Background: an optimization exercise with open tools, aiming at small area, a short achievable clock period and few clock cycles per item. Do not read the settings as production practice. RTL that was checked went through simulation tests only; none was proved equivalent to the original. Function not checked in runs 3 and 4: the RTL went through the layout flow alone.

File: flow/constraint.sdc
create_clock -name core_clock -period 9.0 [get_ports {clk}]
set_input_delay 1.8000 -clock core_clock [delete_from_list [all_inputs] [get_ports {clk}]]
set_output_delay 1.8000 -clock core_clock [all_outputs]
set_load 0.01 [all_outputs]
File: flow/flow/extra.txt
SETUP_SLACK_MARGIN=5.75
BUFFER_PORTS_ARGS=-buffer_cell sky130_fd_sc_hd__buf_1
File: flow/design.v
module aes_sbox_p1d (input wire [7:0] u, output wire [11:0] h);
  wire U0 = u[7], U1 = u[6], U2 = u[5], U3 = u[4], U4 = u[3], U5 = u[2], U6 = u[1], U7 = u[0];
  wire T1, T2, T3, T4, T5, T6, T7, T8, T9, T10, T11, T12, T13, T14, T15, T16, T17, T18, T19, T20, T21, T22, T23, T24, T25, T26, T27, M1, M2, M3, M4, M5, M6, M7, M8, M9, M10, M11, M12, M13, M14, M15, M16, M17, M18, M19, M20, M21, M22, M23, M24, M25, M26, M27, M28, M29, M30, M31, M32, M33, M34, M35, M36, M37, M38, M39, M40;
  g_xor2 g0 (.a(U0), .b(U3), .y(T1));
  g_xor2 g1 (.a(U0), .b(U5), .y(T2));
  g_xor2 g2 (.a(U0), .b(U6), .y(T3));
  g_xor2 g3 (.a(U3), .b(U5), .y(T4));
  g_xor2 g4 (.a(U4), .b(U6), .y(T5));
  g_xor2 g5 (.a(T1), .b(T5), .y(T6));
  g_xor2 g6 (.a(U1), .b(U2), .y(T7));
  g_xor2 g7 (.a(U7), .b(T6), .y(T8));
  g_xor2 g8 (.a(U7), .b(T7), .y(T9));
  g_xor2 g9 (.a(T6), .b(T7), .y(T10));
  g_xor2 g10 (.a(U1), .b(U5), .y(T11));
  g_xor2 g11 (.a(U2), .b(U5), .y(T12));
  g_xor2 g12 (.a(T3), .b(T4), .y(T13));
  g_xor2 g13 (.a(T6), .b(T11), .y(T14));
  g_xor2 g14 (.a(T5), .b(T11), .y(T15));
  g_xor2 g15 (.a(T5), .b(T12), .y(T16));
  g_xor2 g16 (.a(T9), .b(T16), .y(T17));
  g_xor2 g17 (.a(U3), .b(U7), .y(T18));
  g_xor2 g18 (.a(T7), .b(T18), .y(T19));
  g_xor2 g19 (.a(T1), .b(T19), .y(T20));
  g_xor2 g20 (.a(U6), .b(U7), .y(T21));
  g_xor2 g21 (.a(T7), .b(T21), .y(T22));
  g_xor2 g22 (.a(T2), .b(T22), .y(T23));
  g_xor2 g23 (.a(T2), .b(T10), .y(T24));
  g_xor2 g24 (.a(T20), .b(T17), .y(T25));
  g_xor2 g25 (.a(T3), .b(T16), .y(T26));
  g_xor2 g26 (.a(T1), .b(T12), .y(T27));
  g_nand2 g27 (.a(T13), .b(T6), .y(M1));
  g_nand2 g28 (.a(T23), .b(T8), .y(M2));
  g_xnor2 g29 (.a(T14), .b(M1), .y(M3));
  g_nand2 g30 (.a(T19), .b(U7), .y(M4));
  g_xor2 g31 (.a(M4), .b(M1), .y(M5));
  g_nand2 g32 (.a(T3), .b(T16), .y(M6));
  g_nand2 g33 (.a(T22), .b(T9), .y(M7));
  g_xnor2 g34 (.a(T26), .b(M6), .y(M8));
  g_nand2 g35 (.a(T20), .b(T17), .y(M9));
  g_xor2 g36 (.a(M9), .b(M6), .y(M10));
  g_nand2 g37 (.a(T1), .b(T15), .y(M11));
  g_nand2 g38 (.a(T4), .b(T27), .y(M12));
  g_xor2 g39 (.a(M12), .b(M11), .y(M13));
  g_nand2 g40 (.a(T2), .b(T10), .y(M14));
  g_xor2 g41 (.a(M14), .b(M11), .y(M15));
  g_xnor2 g42 (.a(M3), .b(M2), .y(M16));
  g_xor2 g43 (.a(M5), .b(T24), .y(M17));
  g_xnor2 g44 (.a(M8), .b(M7), .y(M18));
  g_xor2 g45 (.a(M10), .b(M15), .y(M19));
  g_xor2 g46 (.a(M16), .b(M13), .y(M20));
  g_xor2 g47 (.a(M17), .b(M15), .y(M21));
  g_xor2 g48 (.a(M18), .b(M13), .y(M22));
  g_xor2 g49 (.a(M19), .b(T25), .y(M23));
  g_xnor2 g50 (.a(M22), .b(M23), .y(M24));
  g_nand2 g51 (.a(M22), .b(M20), .y(M25));
  g_xor2 g52 (.a(M21), .b(M25), .y(M26));
  g_xnor2 g53 (.a(M20), .b(M21), .y(M27));
  g_xor2 g54 (.a(M23), .b(M25), .y(M28));
  g_nor2 g55 (.a(M28), .b(M27), .y(M29));
  g_nor2 g56 (.a(M26), .b(M24), .y(M30));
  g_nand2 g57 (.a(M20), .b(M23), .y(M31));
  g_nor2 g58 (.a(M27), .b(M31), .y(M32));
  g_xor2 g59 (.a(M27), .b(M25), .y(M33));
  g_nand2 g60 (.a(M21), .b(M22), .y(M34));
  g_nor2 g61 (.a(M24), .b(M34), .y(M35));
  g_xor2 g62 (.a(M24), .b(M25), .y(M36));
  g_xor2 g63 (.a(M21), .b(M29), .y(M37));
  g_xor2 g64 (.a(M32), .b(M33), .y(M38));
  g_xor2 g65 (.a(M23), .b(M30), .y(M39));
  g_xor2 g66 (.a(M35), .b(M36), .y(M40));
  assign h = {M37, M38, M39, M40, T3, T6, T8, T9, T16, T19, T20, T23};
endmodule
module aes_sbox_p2d (input wire [11:0] h, output wire [7:0] y);
  wire M37, M38, M39, M40, T3, T6, T8, T9, T16, T19, T20, T23;
  assign {M37, M38, M39, M40, T3, T6, T8, T9, T16, T19, T20, T23} = h;
  wire U7, T17, T10, T13, T22, T1, T15, T27, T4, T2;
  wire M41, M42, M43, M44, M45, M46, M47, M48, M49, M50, M51, M52, M53, M54, M55, M56, M57, M58, M59, M60, M61, M62, M63, L0, L1, L2, L3, L4, L5, L6, L7, L8, L9, L10, L11, L12, L13, L14, L15, L16, L17, L18, L19, L20, L21, L22, L23, L24, L25, L26, L27, L28, L29, S0, S1, S2, S3, S4, S5, S6, S7;
  g_xor2 r0 (.a(T6), .b(T8), .y(U7));
  g_xor2 r1 (.a(T9), .b(T16), .y(T17));
  g_xor2 r2 (.a(T9), .b(T8), .y(T10));
  g_xor2 r3 (.a(T23), .b(T19), .y(T13));
  g_xor2 r4 (.a(T20), .b(T3), .y(T22));
  g_xor2 r5 (.a(T20), .b(T19), .y(T1));
  g_xor2 r6 (.a(U7), .b(T17), .y(T15));
  g_xor2 r7 (.a(T6), .b(T16), .y(T27));
  g_xor2 r8 (.a(T3), .b(T13), .y(T4));
  g_xor2 r9 (.a(T23), .b(T22), .y(T2));
  g_xor2 g0 (.a(M38), .b(M40), .y(M41));
  g_xor2 g1 (.a(M37), .b(M39), .y(M42));
  g_xor2 g2 (.a(M37), .b(M38), .y(M43));
  g_xor2 g3 (.a(M39), .b(M40), .y(M44));
  g_xor2 g4 (.a(M42), .b(M41), .y(M45));
  g_nand2 g5 (.a(M44), .b(T6), .y(M46));
  g_nand2 g6 (.a(M40), .b(T8), .y(M47));
  g_nand2 g7 (.a(M39), .b(U7), .y(M48));
  g_nand2 g8 (.a(M43), .b(T16), .y(M49));
  g_nand2 g9 (.a(M38), .b(T9), .y(M50));
  g_nand2 g10 (.a(M37), .b(T17), .y(M51));
  g_nand2 g11 (.a(M42), .b(T15), .y(M52));
  g_nand2 g12 (.a(M45), .b(T27), .y(M53));
  g_nand2 g13 (.a(M41), .b(T10), .y(M54));
  g_nand2 g14 (.a(M44), .b(T13), .y(M55));
  g_nand2 g15 (.a(M40), .b(T23), .y(M56));
  g_nand2 g16 (.a(M39), .b(T19), .y(M57));
  g_nand2 g17 (.a(M43), .b(T3), .y(M58));
  g_nand2 g18 (.a(M38), .b(T22), .y(M59));
  g_nand2 g19 (.a(M37), .b(T20), .y(M60));
  g_nand2 g20 (.a(M42), .b(T1), .y(M61));
  g_nand2 g21 (.a(M45), .b(T4), .y(M62));
  g_nand2 g22 (.a(M41), .b(T2), .y(M63));
  g_xor2 g23 (.a(M61), .b(M62), .y(L0));
  g_xor2 g24 (.a(M50), .b(M56), .y(L1));
  g_xor2 g25 (.a(M46), .b(M48), .y(L2));
  g_xor2 g26 (.a(M47), .b(M55), .y(L3));
  g_xor2 g27 (.a(M54), .b(M58), .y(L4));
  g_xor2 g28 (.a(M49), .b(M61), .y(L5));
  g_xnor2 g29 (.a(M62), .b(L5), .y(L6));
  g_xnor2 g30 (.a(M46), .b(L3), .y(L7));
  g_xor2 g31 (.a(M51), .b(M59), .y(L8));
  g_xor2 g32 (.a(M52), .b(M53), .y(L9));
  g_xnor2 g33 (.a(M53), .b(L4), .y(L10));
  g_xnor2 g34 (.a(M60), .b(L2), .y(L11));
  g_xor2 g35 (.a(M48), .b(M51), .y(L12));
  g_xnor2 g36 (.a(M50), .b(L0), .y(L13));
  g_xor2 g37 (.a(M52), .b(M61), .y(L14));
  g_xnor2 g38 (.a(M55), .b(L1), .y(L15));
  g_xnor2 g39 (.a(M56), .b(L0), .y(L16));
  g_xnor2 g40 (.a(M57), .b(L1), .y(L17));
  g_xnor2 g41 (.a(M58), .b(L8), .y(L18));
  g_xnor2 g42 (.a(M63), .b(L4), .y(L19));
  g_xor2 g43 (.a(L0), .b(L1), .y(L20));
  g_xor2 g44 (.a(L1), .b(L7), .y(L21));
  g_xor2 g45 (.a(L3), .b(L12), .y(L22));
  g_xor2 g46 (.a(L18), .b(L2), .y(L23));
  g_xor2 g47 (.a(L15), .b(L9), .y(L24));
  g_xor2 g48 (.a(L6), .b(L10), .y(L25));
  g_xor2 g49 (.a(L7), .b(L9), .y(L26));
  g_xor2 g50 (.a(L8), .b(L10), .y(L27));
  g_xor2 g51 (.a(L11), .b(L14), .y(L28));
  g_xor2 g52 (.a(L11), .b(L17), .y(L29));
  g_xor2 g53 (.a(L6), .b(L24), .y(S0));
  g_xnor2 g54 (.a(L16), .b(L26), .y(S1));
  g_xnor2 g55 (.a(L19), .b(L28), .y(S2));
  g_xor2 g56 (.a(L6), .b(L21), .y(S3));
  g_xor2 g57 (.a(L20), .b(L22), .y(S4));
  g_xor2 g58 (.a(L25), .b(L29), .y(S5));
  g_xnor2 g59 (.a(L13), .b(L27), .y(S6));
  g_xnor2 g60 (.a(L6), .b(L23), .y(S7));
  assign y = {S0, S1, S2, S3, S4, S5, S6, S7};
endmodule
module aes_sbox_p1k (input wire [7:0] u, output wire [8:0] h);
  wire U0 = u[7], U1 = u[6], U2 = u[5], U3 = u[4], U4 = u[3], U5 = u[2], U6 = u[1], U7 = u[0];
  wire T1, T2, T3, T4, T5, T6, T7, T8, T9, T10, T11, T12, T13, T14, T15, T16, T17, T18, T19, T20, T21, T22, T23, T24, T25, T26, T27, M1, M2, M3, M4, M5, M6, M7, M8, M9, M10, M11, M12, M13, M14, M15, M16, M17, M18, M19, M20, M21, M22, M23, M24, M25, M26, M27, M28, M29, M30, M31, M32, M33, M34, M35, M36, M37, M38, M39, M40;
  g_xor2 g0 (.a(U0), .b(U3), .y(T1));
  g_xor2 g1 (.a(U0), .b(U5), .y(T2));
  g_xor2 g2 (.a(U0), .b(U6), .y(T3));
  g_xor2 g3 (.a(U3), .b(U5), .y(T4));
  g_xor2 g4 (.a(U4), .b(U6), .y(T5));
  g_xor2 g5 (.a(T1), .b(T5), .y(T6));
  g_xor2 g6 (.a(U1), .b(U2), .y(T7));
  g_xor2 g7 (.a(U7), .b(T6), .y(T8));
  g_xor2 g8 (.a(U7), .b(T7), .y(T9));
  g_xor2 g9 (.a(T6), .b(T7), .y(T10));
  g_xor2 g10 (.a(U1), .b(U5), .y(T11));
  g_xor2 g11 (.a(U2), .b(U5), .y(T12));
  g_xor2 g12 (.a(T3), .b(T4), .y(T13));
  g_xor2 g13 (.a(T6), .b(T11), .y(T14));
  g_xor2 g14 (.a(T5), .b(T11), .y(T15));
  g_xor2 g15 (.a(T5), .b(T12), .y(T16));
  g_xor2 g16 (.a(T9), .b(T16), .y(T17));
  g_xor2 g17 (.a(U3), .b(U7), .y(T18));
  g_xor2 g18 (.a(T7), .b(T18), .y(T19));
  g_xor2 g19 (.a(T1), .b(T19), .y(T20));
  g_xor2 g20 (.a(U6), .b(U7), .y(T21));
  g_xor2 g21 (.a(T7), .b(T21), .y(T22));
  g_xor2 g22 (.a(T2), .b(T22), .y(T23));
  g_xor2 g23 (.a(T2), .b(T10), .y(T24));
  g_xor2 g24 (.a(T20), .b(T17), .y(T25));
  g_xor2 g25 (.a(T3), .b(T16), .y(T26));
  g_xor2 g26 (.a(T1), .b(T12), .y(T27));
  g_nand2 g27 (.a(T13), .b(T6), .y(M1));
  g_nand2 g28 (.a(T23), .b(T8), .y(M2));
  g_xnor2 g29 (.a(T14), .b(M1), .y(M3));
  g_nand2 g30 (.a(T19), .b(U7), .y(M4));
  g_xor2 g31 (.a(M4), .b(M1), .y(M5));
  g_nand2 g32 (.a(T3), .b(T16), .y(M6));
  g_nand2 g33 (.a(T22), .b(T9), .y(M7));
  g_xnor2 g34 (.a(T26), .b(M6), .y(M8));
  g_nand2 g35 (.a(T20), .b(T17), .y(M9));
  g_xor2 g36 (.a(M9), .b(M6), .y(M10));
  g_nand2 g37 (.a(T1), .b(T15), .y(M11));
  g_nand2 g38 (.a(T4), .b(T27), .y(M12));
  g_xor2 g39 (.a(M12), .b(M11), .y(M13));
  g_nand2 g40 (.a(T2), .b(T10), .y(M14));
  g_xor2 g41 (.a(M14), .b(M11), .y(M15));
  g_xnor2 g42 (.a(M3), .b(M2), .y(M16));
  g_xor2 g43 (.a(M5), .b(T24), .y(M17));
  g_xnor2 g44 (.a(M8), .b(M7), .y(M18));
  g_xor2 g45 (.a(M10), .b(M15), .y(M19));
  g_xor2 g46 (.a(M16), .b(M13), .y(M20));
  g_xor2 g47 (.a(M17), .b(M15), .y(M21));
  g_xor2 g48 (.a(M18), .b(M13), .y(M22));
  g_xor2 g49 (.a(M19), .b(T25), .y(M23));
  g_xnor2 g50 (.a(M22), .b(M23), .y(M24));
  g_nand2 g51 (.a(M22), .b(M20), .y(M25));
  g_xor2 g52 (.a(M21), .b(M25), .y(M26));
  g_xnor2 g53 (.a(M20), .b(M21), .y(M27));
  g_xor2 g54 (.a(M23), .b(M25), .y(M28));
  g_nor2 g55 (.a(M28), .b(M27), .y(M29));
  g_nor2 g56 (.a(M26), .b(M24), .y(M30));
  g_nand2 g57 (.a(M20), .b(M23), .y(M31));
  g_nor2 g58 (.a(M27), .b(M31), .y(M32));
  g_xor2 g59 (.a(M27), .b(M25), .y(M33));
  g_nand2 g60 (.a(M21), .b(M22), .y(M34));
  g_nor2 g61 (.a(M24), .b(M34), .y(M35));
  g_xor2 g62 (.a(M24), .b(M25), .y(M36));
  g_xor2 g63 (.a(M21), .b(M29), .y(M37));
  g_xor2 g64 (.a(M32), .b(M33), .y(M38));
  g_xor2 g65 (.a(M23), .b(M30), .y(M39));
  g_xor2 g66 (.a(M35), .b(M36), .y(M40));
  assign h = {M37, M38, M39, M40, T8, T9, T13, T17, T19};
endmodule
module aes_sbox_p2k (input wire [7:0] u, input wire [8:0] h, output wire [7:0] y);
  wire U0 = u[7], U1 = u[6], U2 = u[5], U3 = u[4], U4 = u[3], U5 = u[2], U6 = u[1], U7 = u[0];
  wire M37, M38, M39, M40, T8, T9, T13, T17, T19;
  assign {M37, M38, M39, M40, T8, T9, T13, T17, T19} = h;
  wire T6, T16, T10, T23, T3, T22, T1, T15, T27, T20, T4, T2;
  wire M41, M42, M43, M44, M45, M46, M47, M48, M49, M50, M51, M52, M53, M54, M55, M56, M57, M58, M59, M60, M61, M62, M63, L0, L1, L2, L3, L4, L5, L6, L7, L8, L9, L10, L11, L12, L13, L14, L15, L16, L17, L18, L19, L20, L21, L22, L23, L24, L25, L26, L27, L28, L29, S0, S1, S2, S3, S4, S5, S6, S7;
  g_xor2 r0 (.a(T8), .b(U7), .y(T6));
  g_xor2 r1 (.a(T9), .b(T17), .y(T16));
  g_xor2 r2 (.a(T8), .b(T9), .y(T10));
  g_xor2 r3 (.a(T13), .b(T19), .y(T23));
  g_xor2 r4 (.a(U0), .b(U6), .y(T3));
  g_xor2 r5 (.a(T9), .b(U6), .y(T22));
  g_xor2 r6 (.a(U0), .b(U3), .y(T1));
  g_xor2 r7 (.a(T17), .b(U7), .y(T15));
  g_xor2 r8 (.a(T6), .b(T16), .y(T27));
  g_xor2 r9 (.a(T9), .b(U0), .y(T20));
  g_xor2 r10 (.a(T13), .b(T3), .y(T4));
  g_xor2 r11 (.a(U0), .b(U5), .y(T2));
  g_xor2 g0 (.a(M38), .b(M40), .y(M41));
  g_xor2 g1 (.a(M37), .b(M39), .y(M42));
  g_xor2 g2 (.a(M37), .b(M38), .y(M43));
  g_xor2 g3 (.a(M39), .b(M40), .y(M44));
  g_xor2 g4 (.a(M42), .b(M41), .y(M45));
  g_nand2 g5 (.a(M44), .b(T6), .y(M46));
  g_nand2 g6 (.a(M40), .b(T8), .y(M47));
  g_nand2 g7 (.a(M39), .b(U7), .y(M48));
  g_nand2 g8 (.a(M43), .b(T16), .y(M49));
  g_nand2 g9 (.a(M38), .b(T9), .y(M50));
  g_nand2 g10 (.a(M37), .b(T17), .y(M51));
  g_nand2 g11 (.a(M42), .b(T15), .y(M52));
  g_nand2 g12 (.a(M45), .b(T27), .y(M53));
  g_nand2 g13 (.a(M41), .b(T10), .y(M54));
  g_nand2 g14 (.a(M44), .b(T13), .y(M55));
  g_nand2 g15 (.a(M40), .b(T23), .y(M56));
  g_nand2 g16 (.a(M39), .b(T19), .y(M57));
  g_nand2 g17 (.a(M43), .b(T3), .y(M58));
  g_nand2 g18 (.a(M38), .b(T22), .y(M59));
  g_nand2 g19 (.a(M37), .b(T20), .y(M60));
  g_nand2 g20 (.a(M42), .b(T1), .y(M61));
  g_nand2 g21 (.a(M45), .b(T4), .y(M62));
  g_nand2 g22 (.a(M41), .b(T2), .y(M63));
  g_xor2 g23 (.a(M61), .b(M62), .y(L0));
  g_xor2 g24 (.a(M50), .b(M56), .y(L1));
  g_xor2 g25 (.a(M46), .b(M48), .y(L2));
  g_xor2 g26 (.a(M47), .b(M55), .y(L3));
  g_xor2 g27 (.a(M54), .b(M58), .y(L4));
  g_xor2 g28 (.a(M49), .b(M61), .y(L5));
  g_xnor2 g29 (.a(M62), .b(L5), .y(L6));
  g_xnor2 g30 (.a(M46), .b(L3), .y(L7));
  g_xor2 g31 (.a(M51), .b(M59), .y(L8));
  g_xor2 g32 (.a(M52), .b(M53), .y(L9));
  g_xnor2 g33 (.a(M53), .b(L4), .y(L10));
  g_xnor2 g34 (.a(M60), .b(L2), .y(L11));
  g_xor2 g35 (.a(M48), .b(M51), .y(L12));
  g_xnor2 g36 (.a(M50), .b(L0), .y(L13));
  g_xor2 g37 (.a(M52), .b(M61), .y(L14));
  g_xnor2 g38 (.a(M55), .b(L1), .y(L15));
  g_xnor2 g39 (.a(M56), .b(L0), .y(L16));
  g_xnor2 g40 (.a(M57), .b(L1), .y(L17));
  g_xnor2 g41 (.a(M58), .b(L8), .y(L18));
  g_xnor2 g42 (.a(M63), .b(L4), .y(L19));
  g_xor2 g43 (.a(L0), .b(L1), .y(L20));
  g_xor2 g44 (.a(L1), .b(L7), .y(L21));
  g_xor2 g45 (.a(L3), .b(L12), .y(L22));
  g_xor2 g46 (.a(L18), .b(L2), .y(L23));
  g_xor2 g47 (.a(L15), .b(L9), .y(L24));
  g_xor2 g48 (.a(L6), .b(L10), .y(L25));
  g_xor2 g49 (.a(L7), .b(L9), .y(L26));
  g_xor2 g50 (.a(L8), .b(L10), .y(L27));
  g_xor2 g51 (.a(L11), .b(L14), .y(L28));
  g_xor2 g52 (.a(L11), .b(L17), .y(L29));
  g_xor2 g53 (.a(L6), .b(L24), .y(S0));
  g_xnor2 g54 (.a(L16), .b(L26), .y(S1));
  g_xnor2 g55 (.a(L19), .b(L28), .y(S2));
  g_xor2 g56 (.a(L6), .b(L21), .y(S3));
  g_xor2 g57 (.a(L20), .b(L22), .y(S4));
  g_xor2 g58 (.a(L25), .b(L29), .y(S5));
  g_xnor2 g59 (.a(L13), .b(L27), .y(S6));
  g_xnor2 g60 (.a(L6), .b(L23), .y(S7));
  assign y = {S0, S1, S2, S3, S4, S5, S6, S7};
endmodule
module g_xor2 (input wire a, input wire b, output wire y);
  assign y = a ^ b;
endmodule
module g_xnor2 (input wire a, input wire b, output wire y);
  assign y = ~(a ^ b);
endmodule
module g_nand2 (input wire a, input wire b, output wire y);
  assign y = ~(a & b);
endmodule
module g_nor2 (input wire a, input wire b, output wire y);
  assign y = ~(a | b);
endmodule
module g_mux2 (input wire a, input wire b, input wire s, input wire sn, output wire y);
  assign y = (a & sn) | (b & s);
endmodule
module aes_mixcol (
    input  wire [31:0] a,
    input  wire [31:0] rk,
    output wire [31:0] y
);
  wire [7:0] kb [0:3];
  wire [7:0] ak [0:3];    
  wire [7:0] ab [0:3];
  wire [7:0] t  [0:3];    
  wire [7:0] u  [0:3];    
  genvar k, b;
  generate
    for (k = 0; k < 4; k = k + 1) begin : g_col
      assign ab[k] = a[31-8*k -: 8];
      assign kb[k] = rk[31-8*k -: 8];
    end
    for (k = 0; k < 4; k = k + 1) begin : g_byte
      wire [2:0] xr;
      for (b = 0; b < 8; b = b + 1) begin : g_bit
        g_xor2 x_t (.a(ab[k][b]), .b(ab[(k+1)%4][b]), .y(t[k][b]));
      end
      for (b = 0; b < 8; b = b + 1) begin : g_bit2
        g_xor2 x_k (.a(ab[(k+1)%4][b]), .b(kb[k][b]), .y(ak[k][b]));
        g_xor2 x_u (.a(ak[k][b]), .b(t[(k+2)%4][b]), .y(u[k][b]));
      end
      g_xor2 x_r1 (.a(t[k][0]), .b(t[k][7]), .y(xr[0]));
      g_xor2 x_r3 (.a(t[k][2]), .b(t[k][7]), .y(xr[1]));
      g_xor2 x_r4 (.a(t[k][3]), .b(t[k][7]), .y(xr[2]));
      g_xor2 x_y0 (.a(u[k][0]), .b(t[k][7]), .y(y[31-8*k-7]));
      g_xor2 x_y1 (.a(u[k][1]), .b(xr[0]),   .y(y[31-8*k-6]));
      g_xor2 x_y2 (.a(u[k][2]), .b(t[k][1]), .y(y[31-8*k-5]));
      g_xor2 x_y3 (.a(u[k][3]), .b(xr[1]),   .y(y[31-8*k-4]));
      g_xor2 x_y4 (.a(u[k][4]), .b(xr[2]),   .y(y[31-8*k-3]));
      g_xor2 x_y5 (.a(u[k][5]), .b(t[k][4]), .y(y[31-8*k-2]));
      g_xor2 x_y6 (.a(u[k][6]), .b(t[k][5]), .y(y[31-8*k-1]));
      g_xor2 x_y7 (.a(u[k][7]), .b(t[k][6]), .y(y[31-8*k-0]));
    end
  endgenerate
endmodule
module vec_xor #(parameter W = 8) (
    input  wire [W-1:0] a,
    input  wire [W-1:0] b,
    output wire [W-1:0] y
);
  genvar i;
  generate
    for (i = 0; i < W; i = i + 1) begin : g
      g_xor2 x (.a(a[i]), .b(b[i]), .y(y[i]));
    end
  endgenerate
endmodule
module vec_mux #(parameter W = 8) (
    input  wire [W-1:0] a,
    input  wire [W-1:0] b,
    input  wire         s,
    input  wire         sn,
    output wire [W-1:0] y
);
  genvar i;
  generate
    for (i = 0; i < W; i = i + 1) begin : g
      g_mux2 m (.a(a[i]), .b(b[i]), .s(s), .sn(sn), .y(y[i]));
    end
  endgenerate
endmodule
module aes_key_step #(parameter ODD = 1) (
    input  wire [255:0] window,
    input  wire [31:0]  sub,
    input  wire [7:0]   rcon,
    output wire [255:0] next_window
);
  wire [31:0] temp;
  wire [31:0] w0, w1, w2, w3;
  wire [31:0] x0r, x01r, x23;
  generate
    if (ODD) begin : g_odd
      assign temp = {sub[23:0], sub[31:24]};
      vec_xor #(8) u_x0r (.a(window[255:248]), .b(rcon), .y(x0r[31:24]));
      assign x0r[23:0] = window[247:224];
    end else begin : g_even
      assign temp = sub;
      assign x0r  = window[255:224];
    end
  endgenerate
  vec_xor #(32) u_x01r (.a(x0r), .b(window[223:192]), .y(x01r));
  vec_xor #(32) u_x23  (.a(window[191:160]), .b(window[159:128]), .y(x23));
  vec_xor #(32) u_w0 (.a(x0r),  .b(temp), .y(w0));
  vec_xor #(32) u_w1 (.a(x01r), .b(temp), .y(w1));
  vec_xor #(32) u_w2 (.a(window[191:160]), .b(w1), .y(w2));
  vec_xor #(32) u_w3 (.a(x23),  .b(w1), .y(w3));
  assign next_window = {window[127:0], w0, w1, w2, w3};
endmodule
module aes256_enc (
    input  wire         clk,
    input  wire         rst,
    input  wire         in_valid,
    output wire         in_ready,
    input  wire [255:0] in_key,
    input  wire [127:0] in_block,
    output wire         out_valid,
    output wire [127:0] out_block
);
  localparam HW = 12;         
  localparam KW = 9;          
  reg [127:0]     a_state, c_state;
  reg [255:0]     a_key,   c_key;
  reg             a_valid, c_valid;
  reg  [2:0]      a_pass,  c_pass;
  reg             a_last,  c_last;
  reg [16*HW-1:0] b_h,     d_h;
  reg [4*KW-1:0]  b_kh,    d_kh;
  reg [255:0]     b_key,   d_key;
  reg             b_valid, d_valid;
  reg  [2:0]      b_pass,  d_pass;
  reg             b_last,  d_last;
  reg [127:0]     out_q;
  reg             out_valid_q;
  reg             in_ready_q;    
  reg             load_q;        
  reg             load_nq;       
  wire [16*HW-1:0] ah, ch;
  wire [4*KW-1:0]  akh, ckh;
  genvar i;
  generate
    for (i = 0; i < 16; i = i + 1) begin : g_s1
      aes_sbox_p1d u_a (.u(a_state[127-8*i -: 8]), .h(ah[16*HW-1-HW*i -: HW]));
      aes_sbox_p1d u_c (.u(c_state[127-8*i -: 8]), .h(ch[16*HW-1-HW*i -: HW]));
    end
    for (i = 0; i < 4; i = i + 1) begin : g_k1
      aes_sbox_p1k u_a (.u(a_key[31-8*i -: 8]), .h(akh[4*KW-1-KW*i -: KW]));
      aes_sbox_p1k u_c (.u(c_key[31-8*i -: 8]), .h(ckh[4*KW-1-KW*i -: KW]));
    end
  endgenerate
  wire [7:0]   bsb [0:15];
  wire [7:0]   dsb [0:15];
  wire [127:0] b_shifted, d_shifted;
  wire [127:0] b_mixed,   d_mixed;
  wire [127:0] result;
  wire [31:0]  b_ksub, d_ksub;
  wire [255:0] b_key_next, d_key_next;
  generate
    for (i = 0; i < 16; i = i + 1) begin : g_s2
      aes_sbox_p2d u_b (.h(b_h[16*HW-1-HW*i -: HW]), .y(bsb[i]));
      aes_sbox_p2d u_d (.h(d_h[16*HW-1-HW*i -: HW]), .y(dsb[i]));
      assign b_shifted[127-8*i -: 8] = bsb[(i + 4 * (i % 4)) % 16];
      assign d_shifted[127-8*i -: 8] = dsb[(i + 4 * (i % 4)) % 16];
    end
    for (i = 0; i < 4; i = i + 1) begin : g_k2
      aes_sbox_p2k u_b (.u(b_key[31-8*i -: 8]), .h(b_kh[4*KW-1-KW*i -: KW]),
                        .y(b_ksub[31-8*i -: 8]));
      aes_sbox_p2k u_d (.u(d_key[31-8*i -: 8]), .h(d_kh[4*KW-1-KW*i -: KW]),
                        .y(d_ksub[31-8*i -: 8]));
      aes_mixcol u_mb (.a(b_shifted[127-32*i -: 32]), .rk(b_key[127-32*i -: 32]),
                       .y(b_mixed[127-32*i -: 32]));
      aes_mixcol u_md (.a(d_shifted[127-32*i -: 32]), .rk(d_key[127-32*i -: 32]),
                       .y(d_mixed[127-32*i -: 32]));
    end
  endgenerate
  wire [7:0] rcon;
  generate
    for (i = 0; i < 7; i = i + 1) begin : g_rcon
      assign rcon[i] = (b_pass == i);
    end
  endgenerate
  assign rcon[7] = 1'b0;
  aes_key_step #(.ODD(1)) u_key_b (
      .window(b_key), .sub(b_ksub), .rcon(rcon), .next_window(b_key_next));
  aes_key_step #(.ODD(0)) u_key_d (
      .window(d_key), .sub(d_ksub), .rcon(8'h00), .next_window(d_key_next));
  vec_xor #(128) u_final (.a(d_shifted), .b(d_key[127:0]), .y(result));
  wire [127:0] first;
  vec_xor #(128) u_first (.a(in_block), .b(in_key[255:128]), .y(first));
  wire [127:0] a_state_d;
  wire [255:0] a_key_d;
  vec_mux #(128) u_mux_s (.a(d_mixed),    .b(first),  .s(load_q), .sn(load_nq),
                          .y(a_state_d));
  vec_mux #(256) u_mux_k (.a(d_key_next), .b(in_key), .s(load_q), .sn(load_nq),
                          .y(a_key_d));
  assign in_ready  = in_ready_q;
  assign out_valid = out_valid_q;
  assign out_block = out_q;
  always @(posedge clk) begin
    b_h     <= ah;
    b_kh    <= akh;
    b_key   <= a_key;
    b_pass  <= a_pass;
    b_last  <= a_last;
    c_state <= b_mixed;
    c_key   <= b_key_next;
    c_pass  <= b_pass;
    c_last  <= b_last;
    d_h     <= ch;
    d_kh    <= ckh;
    d_key   <= c_key;
    d_pass  <= c_pass;
    d_last  <= c_last;
    a_state <= a_state_d;
    a_key   <= a_key_d;
    a_pass  <= load_q ? 3'd0 : d_pass + 3'd1;
    a_last  <= !load_q && (d_pass == 3'd5);
    out_q   <= result;
    if (rst) begin
      a_valid     <= 1'b0;
      b_valid     <= 1'b0;
      c_valid     <= 1'b0;
      d_valid     <= 1'b0;
      out_valid_q <= 1'b0;
      in_ready_q  <= 1'b1;
      load_q      <= 1'b1;
      load_nq     <= 1'b0;
    end else begin
      a_valid     <= load_q ? in_valid : d_valid;
      b_valid     <= a_valid;
      c_valid     <= b_valid;
      d_valid     <= c_valid;
      out_valid_q <= d_valid && d_last;
      in_ready_q  <= !c_valid || (c_pass == 3'd6);
      load_q      <= !c_valid || c_last;
      load_nq     <= c_valid && !c_last;
    end
  end
endmodule
File: flow/config.mk
export PLATFORM = sky130hd
export DESIGN_NAME = aes256_enc
export DESIGN_NICKNAME = aes256_enc
export VERILOG_FILES = /design/flow/design.v
export SDC_FILE = /design/flow/constraint.sdc
export NUM_CORES = 4
export LEC_CHECK = 0
export CAP_MARGIN = 20
export CELL_PAD_IN_SITES_DETAIL_PLACEMENT = 1
export CELL_PAD_IN_SITES_GLOBAL_PLACEMENT = 1
export CORE_MARGIN = 2
export CORE_UTILIZATION = 45
export CTS_BUF_LIST = sky130_fd_sc_hd__clkbuf_16
export CTS_CLUSTER_DIAMETER = 120
export CTS_CLUSTER_SIZE = 24
export GPL_ROUTABILITY_DRIVEN = 0
export PLACE_DENSITY = 0.55
export SETUP_SLACK_MARGIN = 5
export SLEW_MARGIN = 20
export SYNTH_HIERARCHICAL = 1
export SYNTH_MINIMUM_KEEP_SIZE = 0
File: flow/flow/run.sh
#!/bin/bash
set -euo pipefail
args=""
while IFS= read -r line; do
  [[ -z "$line" || "$line" == \#* ]] && continue
  args="$args '$line'"
done < flow/extra.txt
grep -q 'SETUP_SLACK_MARGIN=' standard.sh || true
sed "s/SETUP_SLACK_MARGIN=[-0-9.]* //; s|\"\${@:-finish}\"|$args \"\${@:-finish}\"|" standard.sh > standard_extra.sh
bash standard_extra.sh > flow.log 2>&1
File: flow/standard.sh
#!/bin/bash
# synth_recipe.tcl (not shown) runs the flow's synth.tcl, then flattens the netlist and writes it again
# the make line also repeats each setting of config.mk as NAME=value (left out here)
make -C /OpenROAD-flow-scripts/flow DESIGN_CONFIG=/design/flow/config.mk WORK_HOME=/design/flow/orfs CLKGATE_MAP_FILE= SYNTH_SCRIPT=/design/flow/synth_recipe.tcl "${@:-finish}"
==> results of run 1 <==
-- layer usage --
metal	up-vias	routed length, µm	track usage (%)
met5	-	223	0
met4	38	14700	9.92
met3	351	15000	3.65
met2	1053	166000	46.5
met1	32900	156000	37.7
li1	31100	-	-
-- metrics by stage --
stage,utilization [%],hold WS [ns]
floorplan,-,0.310
global placement,44.7,0.310
detailed placement,44.7,0.313
CTS,47.7,0.311
global route,50.3,0.328
finish,50.3,0.314
-- kinds of logic after synthesis --
kind of cell             Yosys count
other                              1
AO/OA/AOI/OAI                    385
AND/OR/NAND/NOR                 1382
multiplexers                       1
buffers and inverters           1033
flip-flops                      1888
adder cells (fa/ha/maj)            2
XOR/XNOR                        5945
-- state kept, by name, indices dropped and copies added (netlist names), 3 cells and up --
signal and flops:
b_h 192, c_state 128, a_pass 3, c_key 256, a_state 128, b_pass 3, out_q 128, d_h 192
b_kh 36, b_key 256, a_key 256, d_pass 3, c_pass 3, d_kh 36, d_key 256
-- modules after synthesis, one instance, submodules excluded, a selection --
module	cell area, µm²	times used	cells inside
g_nand2	3.75	1200	1
aes_sbox_p1k	67.6	8	9
g_xnor2	8.76	800	1
aes_sbox_p2d	60.1	32	8
aes_sbox_p1d	90.1	32	12
g_mux2	8.76	384	1
g_nor2	3.75	160	1
aes256_enc	38000	1	1917
aes_sbox_p2k	60.1	8	8
g_xor2	8.76	5144	1
-- how the worst max path moves through the flow --
stage / startpoint / to / slack, ns / cells after the start
3_5_place_dp: d_h[190]$_DFF_P_ / a_state[99]$_DFF_P_ / 4.99 / 10
6_report: d_h[107]$_DFF_P_ / a_state[54]$_DFF_P_ / 5.74 / 11
4_1_cts: d_h[8]$_DFF_P_ / a_state[107]$_DFF_P_ / 5.57 / 10
3_3_place_gp: d_h[190]$_DFF_P_ / a_state[100]$_DFF_P_ / 5.06 / 10
2_1_floorplan: a_state[71]$_DFF_P_ / b_h[104]$_DFF_P_ / 6.13 / 11
5_1_grt: d_h[129]$_DFF_P_ / a_state[107]$_DFF_P_ / 5.59 / 11
-- what timing repair did --
item                                    in CTS  in global routing
gates resized for setup                    510                607
setup buffers                               91                191
pin swaps                                   47                127
endpoints found under the setup margin     439                410
-- cells in the mapped netlist --
| master | count | area [µm²] |
|---|---|---|
| mux2i_1 | 1 | 10.0 |
| nand2b_1 | 1 | 6.26 |
| and3b_1 | 2 | 17.5 |
| nand2_1 | 1204 | 4520 |
| nor2_1 | 167 | 627 |
| inv_1 | 1 | 3.75 |
| dfxtp_1 | 1888 | 37800 |
| nor3b_1 | 3 | 22.5 |
| conb_1 | 1 | 3.75 |
| nor2b_4 | 1 | 13.8 |
| nor2b_2 | 1 | 8.76 |
| nor2b_1 | 2 | 12.5 |
| xor2_1 | 5144 | 45100 |
| o21ai_0 | 1 | 5.00 |
| a22o_1 | 384 | 3360 |
| xnor2_1 | 801 | 7020 |
| buf_4 | 1032 | 7750 |
| nor3_1 | 1 | 5.00 |
| ha_1 | 2 | 25.0 |
-- layout make-up --
class	instances	area, µm²	share of cell area (%)
clock buffer	91	2280	1.93
timing repair buffer	865	5140	4.35
tap	3150	3940	3.34
inverter	1	3.75	0.00318
clock inverter	13	148	0.125
sequential	1888	38000	32.1
antenna	17	42.5	0.0360
multi-input combinational	7716	68600	58.1
==> impl_metrics.env, run 1 <==
export IMPL_status="finished clean"
export IMPL_final_hold_viol_count=0
export IMPL_dpl_cell_area_um2=105000
export IMPL_synthDistinctLibCells=19
export IMPL_max_slew_margin_pct=21.7
export IMPL_syn_avg_cell_area_um2=9.99
export IMPL_route_detailed_drc=0
export IMPL_critical_path_peak_fanout=4
export IMPL_hold_class="reg2reg"
export IMPL_r2r_end="a_state[54]$_DFF_P_"
export IMPL_synthAdderAreaFrac_pct=0.0236
export IMPL_ys_ff_latch=1888
export IMPL_synthMuxAreaShare_pct=0.00942
export IMPL_cp_top_family="XOR/XNOR gates"
export IMPL_crit_type="reg2reg"
export IMPL_ctsHoldBuffers=0
export IMPL_rsz0062_at_grt="yes"
export IMPL_overflow=0
export IMPL_setup_ws_ns=5.74
export IMPL_io_pins=517
export IMPL_grt_pass1_vias=69400
export IMPL_reg2reg_from="d_h[107]$_DFF_P_"
export IMPL_synth_compound_area_share_pct=3.17
export IMPL_finish_net_count=11000
export IMPL_syn_to_final_growth_pct=11.2
export IMPL_grt_pass1_wl_mm=492
export IMPL_layout_cells_non_filler=13700
export IMPL_worst_ep_required_time_ns=9.66
export IMPL_clk_latency_ns=0.79
export IMPL_syn_area_um2=106000
export IMPL_start_util_pct=45.2
export IMPL_period_minus_slack_ns=3.26
export IMPL_cp_end_kind="flip-flop"
export IMPL_die_height_um=490
export IMPL_cts_root_buf="clkbuf_16"
export IMPL_cap_violations=0
export IMPL_cts_buffers=89
export IMPL_num_vias=65400
export IMPL_cp_num_buf_inv=1
export IMPL_hold_depth=0
export IMPL_grt_max_degree=120
export IMPL_tightest_slew_ns=1.17
export IMPL_most_common_layout_cells="xor2_1 (4503), dfxtp_1 (1769), nand2_1 (1191)"
export IMPL_coreArea_um2=235000
export IMPL_port_buffers=516
export IMPL_viasPerCell=4.76
export IMPL_finalSetupTns_ns=0
export IMPL_setup_viol=0
export IMPL_drv_slew=0
export IMPL_synthXorXnorAreaFrac_pct=49.0
export IMPL_cts_tree="yes"
export IMPL_seq_area_frac_synth_pct=35.6
export IMPL_path_clk_slew_ns=0.10
export IMPL_synth_fp_nets=11000
export IMPL_crit_path_cell_trace="xor2_2 > xor2_1 > nand2_1 > xor2_2 > xor2_1 > xnor2_1 > buf_4 > xor2_2 > xor2_1 > xor2_1 > a22o_2"
export IMPL_crit_top_cell="xor2_1"
export IMPL_fmax_ghz=0.307
export IMPL_skew_ns=0.0281
export IMPL_die_area_um2=240000
export IMPL_critPathSlowestCell="dfxtp_1"
export IMPL_hold_start="a_key[195]$_DFF_P_"
export IMPL_cpPeakStageDelay_ns=0.45
export IMPL_synthCells=10600
export IMPL_synthSimpleGateAreaFrac_pct=4.92
export IMPL_rows=178
export IMPL_fill_cells=25400
export IMPL_critPathLaunchType="flip-flop"
export IMPL_drt_iter0_markers=3164
export IMPL_finalCritPeriodShare_pct=36.2
export IMPL_die_x_um=490
export IMPL_holdPathEnd="b_key[195]$_DFF_P_"
export IMPL_wire_per_inst_um=25.6
export IMPL_place_inst=13300
export IMPL_h_tree_depth=3
export IMPL_synth_top_family_by_area="XOR/XNOR gates"
export IMPL_clock_sinks=1888
export IMPL_synth_warnings=8
export IMPL_layout_cells_most_common="xor2_1"
export IMPL_antenna_found_initial=47
export IMPL_drive_above_1_share_pct=13.4
export IMPL_max_clock_path_buffers=3
export IMPL_track_usage_pct=28.2
export IMPL_pre_cts_slack_ns=4.99
export IMPL_rrSetupSlack_ns=5.74
export IMPL_wl_mm=352
export IMPL_hpwl_mm=292
export IMPL_fin_area_um2=118000
export IMPL_arrival_ns=3.91
export IMPL_r2r_cells=11
export IMPL_first_pass_iters=5
export IMPL_ant_nets=0
Testbench counts, summed over its fixed seeds: cycles 7,208, blocks 1,024.
==> run 2, diff against run 1 <==
--- a/flow/config.mk
+++ b/flow/config.mk
@@ -11,8 +11,8 @@
 export CORE_MARGIN = 2
 export CORE_UTILIZATION = 45
 export CTS_BUF_LIST = sky130_fd_sc_hd__clkbuf_16
-export CTS_CLUSTER_DIAMETER = 120
-export CTS_CLUSTER_SIZE = 24
+export CTS_CLUSTER_DIAMETER = 150
+export CTS_CLUSTER_SIZE = 30
 export GPL_ROUTABILITY_DRIVEN = 0
 export PLACE_DENSITY = 0.55
 export SETUP_SLACK_MARGIN = 5
==> run 2 against run 1 <==
Compared with the run above:
- still clean on timing, DRC and antenna
- flip-flop and latch count unchanged
- design area shrank 0.51%
- die area unchanged
- critical path depth rose by 1
- area after synthesis did not move
- core utilization fell by 0.26 points
- clock skew increased by 0.017 ns
- global-route usage shrank 0.066 points
- register-to-register slack worse by 0.11 ns
==> impl_metrics.env, run 2 <==
export IMPL_grt_pass1_vias=69200
export IMPL_cp_num_cells=12
export IMPL_route_detailed_drc=0
export IMPL_layout_cells_non_filler=13700
export IMPL_coreArea_um2=235000
export IMPL_ys_ff_latch=1888
export IMPL_worstSetupEndpoint="a_state[14]$_DFF_P_"
export IMPL_cp_end_kind="flip-flop"
export IMPL_skew_ns=0.0449
export IMPL_die_height_um=490
export IMPL_async_flop_share_pct=0
export IMPL_critPathLaunchType="flip-flop"
export IMPL_synth_top_area_share_pct=42.4
export IMPL_track_usage_pct=28.1
export IMPL_clock_sinks=1888
export IMPL_r2r_end="a_state[14]$_DFF_P_"
export IMPL_critPathSlowestCell="dfxtp_1"
export IMPL_num_vias=65300
export IMPL_synth_fp_nets=11000
export IMPL_period_minus_slack_ns=3.36
export IMPL_syn_area_um2=106000
export IMPL_finalCritPeriodShare_pct=37.4
export IMPL_synthCells=10600
export IMPL_synth_common_cells="xor2_1 (5144), dfxtp_1 (1888), nand2_1 (1204)"
export IMPL_die_area_um2=240000
export IMPL_cpPeakStageDelay_ns=0.47
export IMPL_synth_warnings=8
export IMPL_finish_net_count=10900
export IMPL_synth_flop_cell="dfxtp_1"
export IMPL_crit_start="d_h[179]$_DFF_P_"
export IMPL_most_common_layout_cells="xor2_1 (4499), dfxtp_1 (1760), nand2_1 (1199)"
export IMPL_worst_ep_required_time_ns=9.63
export IMPL_syn_avg_cell_area_um2=9.99
export IMPL_critical_path_peak_fanout=4
export IMPL_ctsHoldBuffers=0
export IMPL_grt_pass1_wl_mm=490
export IMPL_seq_area_um2=38000
export IMPL_max_clock_path_buffers=3
export IMPL_crit_top_cell="xor2_1"
export IMPL_synthDistinctLibCells=19
export IMPL_fmax_ghz=0.297
export IMPL_wl_mm=351
export IMPL_cts_root_buf="clkbuf_16"
export IMPL_reg2reg_from="d_h[179]$_DFF_P_"
export IMPL_synth_edf_count=0
export IMPL_synth_top_cell_by_area="xor2_1"
export IMPL_setup_viol=0
export IMPL_drive_above_1_share_pct=13.1
export IMPL_layout_cells_most_common="xor2_1"
export IMPL_arrival_ns=3.99
export IMPL_max_slew_margin_pct=30.0
export IMPL_fill_cells=25400
export IMPL_hpwl_mm=292
export IMPL_antenna_found_initial=50
export IMPL_clk_latency_ns=0.79
export IMPL_place_inst=13300
export IMPL_path_clk_slew_ns=0.12
export IMPL_cts_tree="yes"
export IMPL_syn_to_final_growth_pct=10.6
export IMPL_cap_violations=0
export IMPL_port_buffers=516
export IMPL_drt_iter0_markers=3132
export IMPL_viasPerCell=4.77
export IMPL_status="finished clean"
export IMPL_crit_type="reg2reg"
export IMPL_first_pass_iters=5
export IMPL_tightest_slew_ns=1.05
export IMPL_rows=178
export IMPL_multiInputGateArea_um2=68600
export IMPL_drv_slew=0
export IMPL_finalSetupTns_ns=0
export IMPL_r2r_cells=12
export IMPL_hold_class="reg2reg"
export IMPL_rsz0062_at_grt="yes"
export IMPL_synth_area_leaders="xor2_1 (42%), dfxtp_1 (36%), buf_4 (7.3%)"
export IMPL_ant_nets=0
export IMPL_crit_path_cell_trace="xor2_2 > xor2_1 > nand2_1 > xor2_4 > xnor2_2 > xnor2_4 > buf_12 > buf_4 > xor2_1 > xor2_1 > xor2_1 > a22o_1"
export IMPL_yosysMostFrequentCell="xor2_1"
export IMPL_die_x_um=490
export IMPL_cts_buffers=73
export IMPL_rrSetupSlack_ns=5.64
export IMPL_h_tree_depth=3
export IMPL_wire_per_inst_um=25.6
export IMPL_seq_area_frac_synth_pct=35.6
export IMPL_cp_num_buf_inv=2
export IMPL_overflow=0
export IMPL_start_util_pct=45.2
export IMPL_io_pins=517
export IMPL_final_hold_viol_count=0
export IMPL_cp_top_family="XOR/XNOR gates"
export IMPL_grt_max_degree=120
-- run 2: cells by family after synthesis --
kind of cell | Yosys count | share of synthesized area (%)
xor gates and xnor gates | 5945 | 49.0
DFF | 1888 | 35.6
and+or+nand+nor | 1382 | 4.92
buffers and inverters | 1033 | 7.29
AOI/OAI and AO/OA | 385 | 3.17
adders and majority gates | 2 | 0.0235
other | 1 | 0.00353
muxes | 1 | 0.00942
-- run 2: worst min-delay path by stage --
| stage | cells past startpoint | startpoint | end |
|---|---|---|---|
| CTS | 0 | c_key[115]$_DFF_P_ | d_key[115]$_DFF_P_ |
| finish | 0 | a_key[168]$_DFF_P_ | b_key[168]$_DFF_P_ |
| floorplan | 0 | a_key[100]$_DFF_P_ | b_key[100]$_DFF_P_ |
| detailed placement | 0 | a_key[51]$_DFF_P_ | b_key[51]$_DFF_P_ |
| global route | 0 | c_key[115]$_DFF_P_ | d_key[115]$_DFF_P_ |
| global placement | 0 | c_key[91]$_DFF_P_ | d_key[91]$_DFF_P_ |
-- run 2: Yosys stat by module, one instance, submodules excluded, a selection --
module / flops+latches / cells / area, µm² / copies in the design
aes_sbox_p1d: 0 / 12 / 90.1 / 32
aes_sbox_p1k: 0 / 9 / 67.6 / 8
aes_sbox_p2k: 0 / 8 / 60.1 / 8
g_mux2: 0 / 1 / 8.76 / 384
g_nand2: 0 / 1 / 3.75 / 1200
g_xnor2: 0 / 1 / 8.76 / 800
g_xor2: 0 / 1 / 8.76 / 5144
-- run 2: repair_timing --
| item | CTS | global route |
|---|---|---|
| gates resized for setup | 525 | 598 |
| buffers inserted | 92 | 165 |
| endpoints found under the setup margin | 438 | 410 |
| pin swaps | 48 | 122 |
-- run 2: area by class of cell --
cell class / count / share of cell area [%]
multi-input cells: 7716 / 58.4
flip-flops and latches: 1888 / 32.3
clock inverters: 12 / 0.104
well taps: 3150 / 3.35
inverters: 1 / 0.00319
clock buffers: 75 / 1.60
repair buffers: 840 / 4.22
diodes: 15 / 0.0319
-- run 2: metal layers --
metal  share of wire (%)  vias up  global-route usage, %
met1                  45    32800                   37.6
met4                 4.3       40                   9.40
met2                  47     1011                   46.6
li1                    -    31100                      -
met3                 3.9      352                   3.53
met5               0.067        -                      0
-- run 2: worst reg2reg max path, stage by stage (launching register included) --
cell	delay, ns
dfxtp_1	0.47
xor2_2	0.30
xor2_1	0.28
nand2_1	0.28
xor2_4	0.26
xnor2_2	0.31
xnor2_4	0.17
buf_12	0.17
buf_4	0.13
xor2_1	0.23
xor2_1	0.20
xor2_1	0.09
a22o_1	0.32
-- run 2: per-stage QoR --
| step | setup slack (ns) | utilization, % | hold slack, ns | cell area [µm²] |
|---|---|---|---|---|
| floorplan | 6.13 | - | 0.310 | 106000 |
| global placement | 5.06 | 44.7 | 0.310 | 105000 |
| detailed placement | 4.99 | 44.7 | 0.313 | 105000 |
| CTS | 5.55 | 47.6 | 0.325 | 112000 |
| global route | 5.50 | 50.0 | 0.331 | 118000 |
| finish | 5.64 | 50.0 | 0.324 | 118000 |
==> run 3, diff against run 2 <==
--- a/flow/design.v
+++ b/flow/design.v
@@ -389,7 +389,7 @@
 );
   wire [31:0] temp;
   wire [31:0] w0, w1, w2, w3;
-  wire [31:0] x0r, x01r, x23;
+  wire [31:0] x0r, x01r;
   generate
     if (ODD) begin : g_odd
       assign temp = {sub[23:0], sub[31:24]};
@@ -401,11 +401,10 @@
     end
   endgenerate
   vec_xor #(32) u_x01r (.a(x0r), .b(window[223:192]), .y(x01r));
-  vec_xor #(32) u_x23  (.a(window[191:160]), .b(window[159:128]), .y(x23));
   vec_xor #(32) u_w0 (.a(x0r),  .b(temp), .y(w0));
   vec_xor #(32) u_w1 (.a(x01r), .b(temp), .y(w1));
   vec_xor #(32) u_w2 (.a(window[191:160]), .b(w1), .y(w2));
-  vec_xor #(32) u_w3 (.a(x23),  .b(w1), .y(w3));
+  vec_xor #(32) u_w3 (.a(window[159:128]), .b(w2), .y(w3));
   assign next_window = {window[127:0], w0, w1, w2, w3};
 endmodule
 module aes256_enc (
==> flow/flow/extra.txt (replaced) <==
SETUP_SLACK_MARGIN=5.6
BUFFER_PORTS_ARGS=-buffer_cell sky130_fd_sc_hd__buf_1
--- a/flow/config.mk
+++ b/flow/config.mk
@@ -11,8 +11,8 @@
 export CORE_MARGIN = 2
 export CORE_UTILIZATION = 45
 export CTS_BUF_LIST = sky130_fd_sc_hd__clkbuf_16
-export CTS_CLUSTER_DIAMETER = 150
-export CTS_CLUSTER_SIZE = 30
+export CTS_CLUSTER_DIAMETER = 120
+export CTS_CLUSTER_SIZE = 24
 export GPL_ROUTABILITY_DRIVEN = 0
 export PLACE_DENSITY = 0.55
 export SETUP_SLACK_MARGIN = 5
==> run 3 against run 2 <==
Compared with the run above:
- still clean
- global-route usage rose by 3.0 points
- area after synthesis fell by 0.53%
- hold slack got worse by 0.0076 ns
==> impl_metrics.env, run 3 <==
export IMPL_hold_depth=0
export IMPL_cts_tree="yes"
export IMPL_most_common_layout_cells="xor2_1 (4555), dfxtp_1 (1829), nand2_1 (1204)"
export IMPL_drv_slew=0
export IMPL_grt_max_degree=130
export IMPL_hold_start="c_key[47]$_DFF_P_"
export IMPL_syn_to_final_growth_pct=8.68
export IMPL_track_usage_pct=31.1
export IMPL_drive_above_1_share_pct=10.5
export IMPL_arrival_ns=4.09
export IMPL_seq_area_frac_synth_pct=35.8
export IMPL_first_pass_iters=5
export IMPL_drt_iter0_markers=3834
export IMPL_ant_nets=0
export IMPL_cpPeakStageDelay_ns=0.54
export IMPL_syn_area_um2=106000
export IMPL_synth_warnings=8
export IMPL_crit_start="d_key[31]$_DFF_P_"
export IMPL_clk_latency_ns=0.80
export IMPL_cap_violations=0
export IMPL_cts_root_buf="clkbuf_16"
export IMPL_port_buffers=516
export IMPL_cp_end_kind="flip-flop"
export IMPL_yosysMostFrequentCell="xor2_1"
export IMPL_critPathLaunchType="flip-flop"
export IMPL_overflow=0
export IMPL_async_flop_share_pct=0
export IMPL_setup_viol=0
export IMPL_finalSetupTns_ns=0
export IMPL_crit_path_cell_trace="xor2_1 > nand2_1 > xor2_1 > xnor2_2 > buf_4 > xnor2_2 > xor2_2 > xor2_2 > xor2_1 > a22o_1"
export IMPL_wire_per_inst_um=28.0
export IMPL_start_util_pct=45.4
export IMPL_synth_top_cell_by_area="xor2_1"
export IMPL_cts_buffers=89
export IMPL_synthCells=10600
export IMPL_seq_area_um2=37900
export IMPL_rsz0062_at_grt="yes"
export IMPL_grt_pass1_vias=69000
export IMPL_critPathSlowestCell="dfxtp_2"
export IMPL_die_x_um=489
export IMPL_skew_ns=0.0391
export IMPL_route_detailed_drc=0
export IMPL_wl_mm=381
export IMPL_ctsHoldBuffers=0
export IMPL_max_slew_margin_pct=15.2
export IMPL_die_area_um2=239000
export IMPL_period_minus_slack_ns=3.40
export IMPL_coreArea_um2=233000
export IMPL_reg2reg_from="d_key[31]$_DFF_P_"
export IMPL_layout_cells_most_common="xor2_1"
export IMPL_clock_sinks=1888
export IMPL_cp_top_family="XOR/XNOR gates"
export IMPL_syn_avg_cell_area_um2=10.0
export IMPL_synth_area_leaders="xor2_1 (42%), dfxtp_1 (36%), buf_4 (7.3%)"
export IMPL_synth_top_area_share_pct=42.1
export IMPL_antenna_found_initial=64
export IMPL_multiInputGateArea_um2=66400
export IMPL_viasPerCell=4.84
export IMPL_crit_top_cell="xor2_1"
export IMPL_die_height_um=489
export IMPL_max_clock_path_buffers=3
export IMPL_synthDistinctLibCells=19
export IMPL_h_tree_depth=3
export IMPL_synth_flop_cell="dfxtp_1"
export IMPL_r2r_cells=10
export IMPL_critical_path_peak_fanout=7
export IMPL_synth_common_cells="xor2_1 (5080), dfxtp_1 (1888), nand2_1 (1204)"
export IMPL_final_hold_viol_count=0
export IMPL_cp_num_cells=10
export IMPL_grt_pass1_wl_mm=525
export IMPL_synth_fp_nets=11000
export IMPL_path_clk_slew_ns=0.11
export IMPL_fill_cells=25500
export IMPL_crit_type="reg2reg"
export IMPL_hold_class="reg2reg"
export IMPL_synth_edf_count=0
export IMPL_status="finished clean"
export IMPL_num_vias=65700
export IMPL_rows=177
export IMPL_tightest_slew_ns=1.27
export IMPL_io_pins=517
export IMPL_fmax_ghz=0.294
export IMPL_hpwl_mm=320
export IMPL_finalCritPeriodShare_pct=37.8
export IMPL_finish_net_count=10800
export IMPL_cp_num_buf_inv=1
export IMPL_worst_ep_required_time_ns=9.69
export IMPL_ys_ff_latch=1888
-- run 3: through the flow --
stage | worst slack [ns] | hold WS, ns | util, % | std cells | area (µm²)
5_1_grt | 5.46 | 0.324 | 49.3 | 13600 | 115000
6_report | 5.60 | 0.316 | 49.3 | 13600 | 115000
3_3_place_gp | 4.43 | 0.310 | 44.9 | 13300 | 104000
4_1_cts | 5.34 | 0.313 | 47.3 | 13400 | 110000
2_1_floorplan | 6.13 | 0.310 | - | 10600 | 106000
3_5_place_dp | 4.67 | 0.313 | 44.9 | 13300 | 105000
-- run 3: logic make-up after synthesis --
kind of cell	after synthesis	share of synthesized area, %
XOR/XNOR	5881	48.7
flip-flops	1888	35.8
AND/OR/NAND/NOR	1382	4.95
buffers and inverters	1033	7.33
AO/OA/AOI/OAI	385	3.19
adder cells (fa/ha/maj)	2	0.0237
other	1	0.00355
multiplexers	1	0.00947
-- run 3: area by class of cell --
class                   count  share of cell area (%)
diodes                     20                  0.0436
clock buffers              89                    1.94
clock inverters            16                   0.175
inverters                   1                 0.00327
multi-input cells        7652                    57.8
flip-flops and latches   1888                    33.0
well taps                3132                    3.41
repair buffers            782                    3.62
-- run 3: modules after synthesis (local to each module, per instance), excerpt --
module | flip-flops and latches | cells inside | times used
aes_sbox_p2d | 0 | 8 | 32
g_mux2 | 0 | 1 | 384
aes_sbox_p1k | 0 | 9 | 8
aes_sbox_p2k | 0 | 8 | 8
g_xor2 | 0 | 1 | 5080
g_xnor2 | 0 | 1 | 800
aes_sbox_p1d | 0 | 12 | 32
aes256_enc | 1888 | 1917 | 1
g_nor2 | 0 | 1 | 160
g_nand2 | 0 | 1 | 1200
-- run 3: path summary, 6_finish.rpt --
kind,to,slack (ns)
setup / recovery,a_key[24]$_DFF_P_,5.60
hold reg to reg,d_key[47]$_DFF_P_,0.32
hold / removal,d_key[47]$_DFF_P_,0.32
setup reg to reg,a_key[24]$_DFF_P_,5.60
-- run 3: routing by layer --
layer	vias to the layer above	global-route usage [%]	wire length, µm
met2	1521	49.2	171000
met3	380	4.27	18400
met5	-	0.265	257
met4	40	11.1	15700
met1	32900	43.0	176000
li1	30800	-	-
-- run 3: what timing repair did --
action                                  in CTS  in global routing
buffers inserted                            47                145
endpoints found under the setup margin     318                370
pin swaps                                   22                 73
gates resized for setup                    369                453
==> run 4, diff against run 3 <==
==> flow/flow/extra.txt (replaced) <==
SETUP_SLACK_MARGIN=5.75
BUFFER_PORTS_ARGS=-buffer_cell sky130_fd_sc_hd__buf_1
==> run 4 against run 3 <==
Compared with the run above:
- flip-flop and latch count stayed put
- fmax is 3.2% higher
- routed wire length is 1.5% higher
- register-to-register slack better by 0.11 ns
- final cell count is 1.3% higher
- via count is 1.1% higher
- clock-buffer cell count stayed put
- clock skew is 0.012 ns higher
- critical path type unchanged
==> impl_metrics.env, run 4 <==
export IMPL_status="finished clean"
export IMPL_synth_top_cell_by_area="xor2_1"
export IMPL_synthDistinctLibCells=19
export IMPL_grt_pass1_wl_mm=529
export IMPL_die_height_um=489
export IMPL_dpl_cell_area_um2=105000
export IMPL_wire_per_inst_um=28.1
export IMPL_drt_iter0_markers=3982
export IMPL_route_detailed_drc=0
export IMPL_rsz0062_at_grt="yes"
export IMPL_io_pins=517
export IMPL_grt_pass1_vias=69800
export IMPL_cap_violations=0
export IMPL_crit_type="reg2reg"
export IMPL_port_buffers=516
export IMPL_syn_to_final_growth_pct=14.1
export IMPL_tightest_slew_ns=1.12
export IMPL_synth_area_leaders="xor2_1 (42%), dfxtp_1 (36%), buf_4 (7.3%)"
export IMPL_syn_area_um2=106000
export IMPL_synth_flop_cell="dfxtp_1"
export IMPL_first_pass_iters=5
export IMPL_overflow=0
export IMPL_die_area_um2=239000
export IMPL_wl_mm=386
export IMPL_fmax_ghz=0.303
export IMPL_viasPerCell=4.82
export IMPL_hold_ws_ns=0.315
export IMPL_synthCells=10600
export IMPL_async_flop_share_pct=0
export IMPL_h_tree_depth=3
export IMPL_pre_cts_slack_ns=4.67
export IMPL_worst_ep_required_time_ns=9.73
export IMPL_yosysMostFrequentCell="xor2_1"
export IMPL_grt_max_degree=130
export IMPL_critical_path_peak_fanout=4
export IMPL_ys_ff_latch=1888
export IMPL_period_minus_slack_ns=3.30
export IMPL_finish_net_count=11000
export IMPL_max_clock_path_buffers=3
export IMPL_finalSetupTns_ns=0
export IMPL_synth_common_cells="xor2_1 (5080), dfxtp_1 (1888), nand2_1 (1204)"
export IMPL_synth_fp_nets=11000
export IMPL_track_usage_pct=31.3
export IMPL_setup_viol=0
export IMPL_cts_root_buf="clkbuf_16"
export IMPL_synth_edf_count=0
export IMPL_final_hold_viol_count=0
export IMPL_synth_warnings=8
export IMPL_syn_avg_cell_area_um2=10.0
export IMPL_num_vias=66400
export IMPL_coreArea_um2=233000
export IMPL_clk_latency_ns=0.81
export IMPL_cts_buffers=89
export IMPL_drv_slew=0
export IMPL_finalCritPeriodShare_pct=36.7
export IMPL_max_slew_margin_pct=25.2
export IMPL_ctsHoldBuffers=0
export IMPL_setup_ws_ns=5.70
export IMPL_cp_end_kind="flip-flop"
export IMPL_start_util_pct=45.4
export IMPL_rows=177
export IMPL_most_common_layout_cells="xor2_1 (4255), dfxtp_1 (1740), nand2_1 (1192)"
export IMPL_path_clk_slew_ns=0.11
export IMPL_skew_ns=0.0508
export IMPL_hpwl_mm=320
export IMPL_layout_cells_most_common="xor2_1"
export IMPL_arrival_ns=4.03
export IMPL_antenna_found_initial=62
export IMPL_die_x_um=489
export IMPL_critPathLaunchType="flip-flop"
export IMPL_ant_nets=0
export IMPL_seq_area_frac_synth_pct=35.8
export IMPL_cts_tree="yes"
export IMPL_clock_sinks=1888
export IMPL_fin_area_um2=121000
export IMPL_drive_above_1_share_pct=16.5
export IMPL_synth_top_area_share_pct=42.1
export IMPL_hold_class="reg2reg"
run 4: cell counts after synthesis:
No cell type changed its count.
run 4: area by class of cell:
cell class	count	area, µm²
Fill cell	25000	112000
Multi-Input combinational cell	7652	70200
Sequential cell	1888	38000
Timing Repair Buffer	955	5880
Tap cell	3132	3920
Clock buffer	89	2230
Clock inverter	16	201
Antenna cell	30	75.1
Inverter	1	3.75
run 4: repair_timing:
item | in CTS | in global routing
pin swaps | 83 | 189
buffers inserted | 142 | 223
endpoints found under the setup margin | 456 | 424
resized for setup | 675 | 732
run 4: cell families (layout without fill, tap and decap cells):
logic type	count (synthesis)	after routing	synth area share, %
fa+ha+maj	2	2	0.0237
flops	1888	1888	35.8
mux	1	1	0.00947
other cells	1	31	0.00355
compound gates	385	385	3.19
xor+xnor	5881	5881	48.7
buf+inv	1033	1061	7.33
simple gates	1382	1382	4.95
run 4: Yosys stat by module (local to each module, per instance), excerpt:
module / copies in the design / flip-flops and latches / cells / cell area (µm²)
g_mux2: 384 / 0 / 1 / 8.76
aes_sbox_p2k: 8 / 0 / 8 / 60.1
g_nor2: 160 / 0 / 1 / 3.75
g_xor2: 5080 / 0 / 1 / 8.76
g_nand2: 1200 / 0 / 1 / 3.75
g_xnor2: 800 / 0 / 1 / 8.76
aes_sbox_p2d: 32 / 0 / 8 / 60.1
aes256_enc: 1 / 1888 / 1917 / 38000
aes_sbox_p1k: 8 / 0 / 9 / 67.6
aes_sbox_p1d: 32 / 0 / 12 / 90.1
run 4: path summary, 6_finish.rpt:
kind	to	cells after the start	startpoint	slack, ns
max	a_state[109]$_DFF_P_	10	d_h[129]$_DFF_P_	5.70
min	d_key[47]$_DFF_P_	0	c_key[47]$_DFF_P_	0.32
max reg2reg	a_state[109]$_DFF_P_	10	d_h[129]$_DFF_P_	5.70
min reg2reg	d_key[47]$_DFF_P_	0	c_key[47]$_DFF_P_	0.32
run 4: critical path: stages (launching register included):
cell and delay, ns:
dfxtp_1 0.46, xor2_1 0.22, nand2_1 0.15, xor2_1 0.40, xnor2_2 0.19, xor2_2 0.21
xnor2_4 0.44, xor2_2 0.24, xor2_1 0.26, xor2_2 0.45, a22o_1 0.23
run 4: layer usage:
metal | share of wire (%) | GRT usage (%)
met1 | 45 | 43.4
met4 | 4.4 | 11.4
met5 | 0.072 | 0.265
met2 | 45 | 49.7
met3 | 5.0 | 4.09
run 4: per-stage QoR:
stage	util, %	cells
after floorplan	-	10600
after global placement	44.9	13300
after detailed placement	44.9	13300
after CTS	48.6	13500
after global routing	51.7	13800
final	51.7	13800

## static timing again, ports no longer ideal
The flow's constraints put no driver on any port. The routed layouts listed below were extracted and timed again, unchanged, in two steps.
Step 1, drivers: a clkbuf_16 drives clk and a buf_2 each remaining input, both assumed.
Step 2 times the ports against the registers' clock, not the clock port: input delays grow and output delays shrink by t, the midpoint of the rising clock arrivals with the driver on.
a / b / c = ideal / step 1 / step 2; a / b = the first two.
| run | t (ns) | setup WS [ns] | worst hold slack (ns) | clock arrival spread, ns | pins driven straight from the clock port |
|---|---|---|---|---|---|
| run 1 | 0.873 | 5.744 / 5.707 / 5.420 | 0.314 / 0.314 / 0.314 | 0.031 / 0.031 | 1 |
| run 2 | 0.858 | 5.638 / 5.638 / 5.463 | 0.324 / 0.324 / 0.324 | 0.046 / 0.046 | 1 |
| run 3 | 0.881 | 5.595 / 5.595 / 5.595 | 0.316 / 0.316 / 0.316 | 0.042 / 0.041 | 1 |
| run 4 | 0.881 | 5.700 / 5.689 / 5.561 | 0.315 / 0.315 / 0.315 | 0.052 / 0.052 | 1 |
After both steps setup and hold are still met in every run listed. For run 1, which loses most, drivers alone change the setup slack by -0.037 ns; drivers and shift together by -0.324 ns.
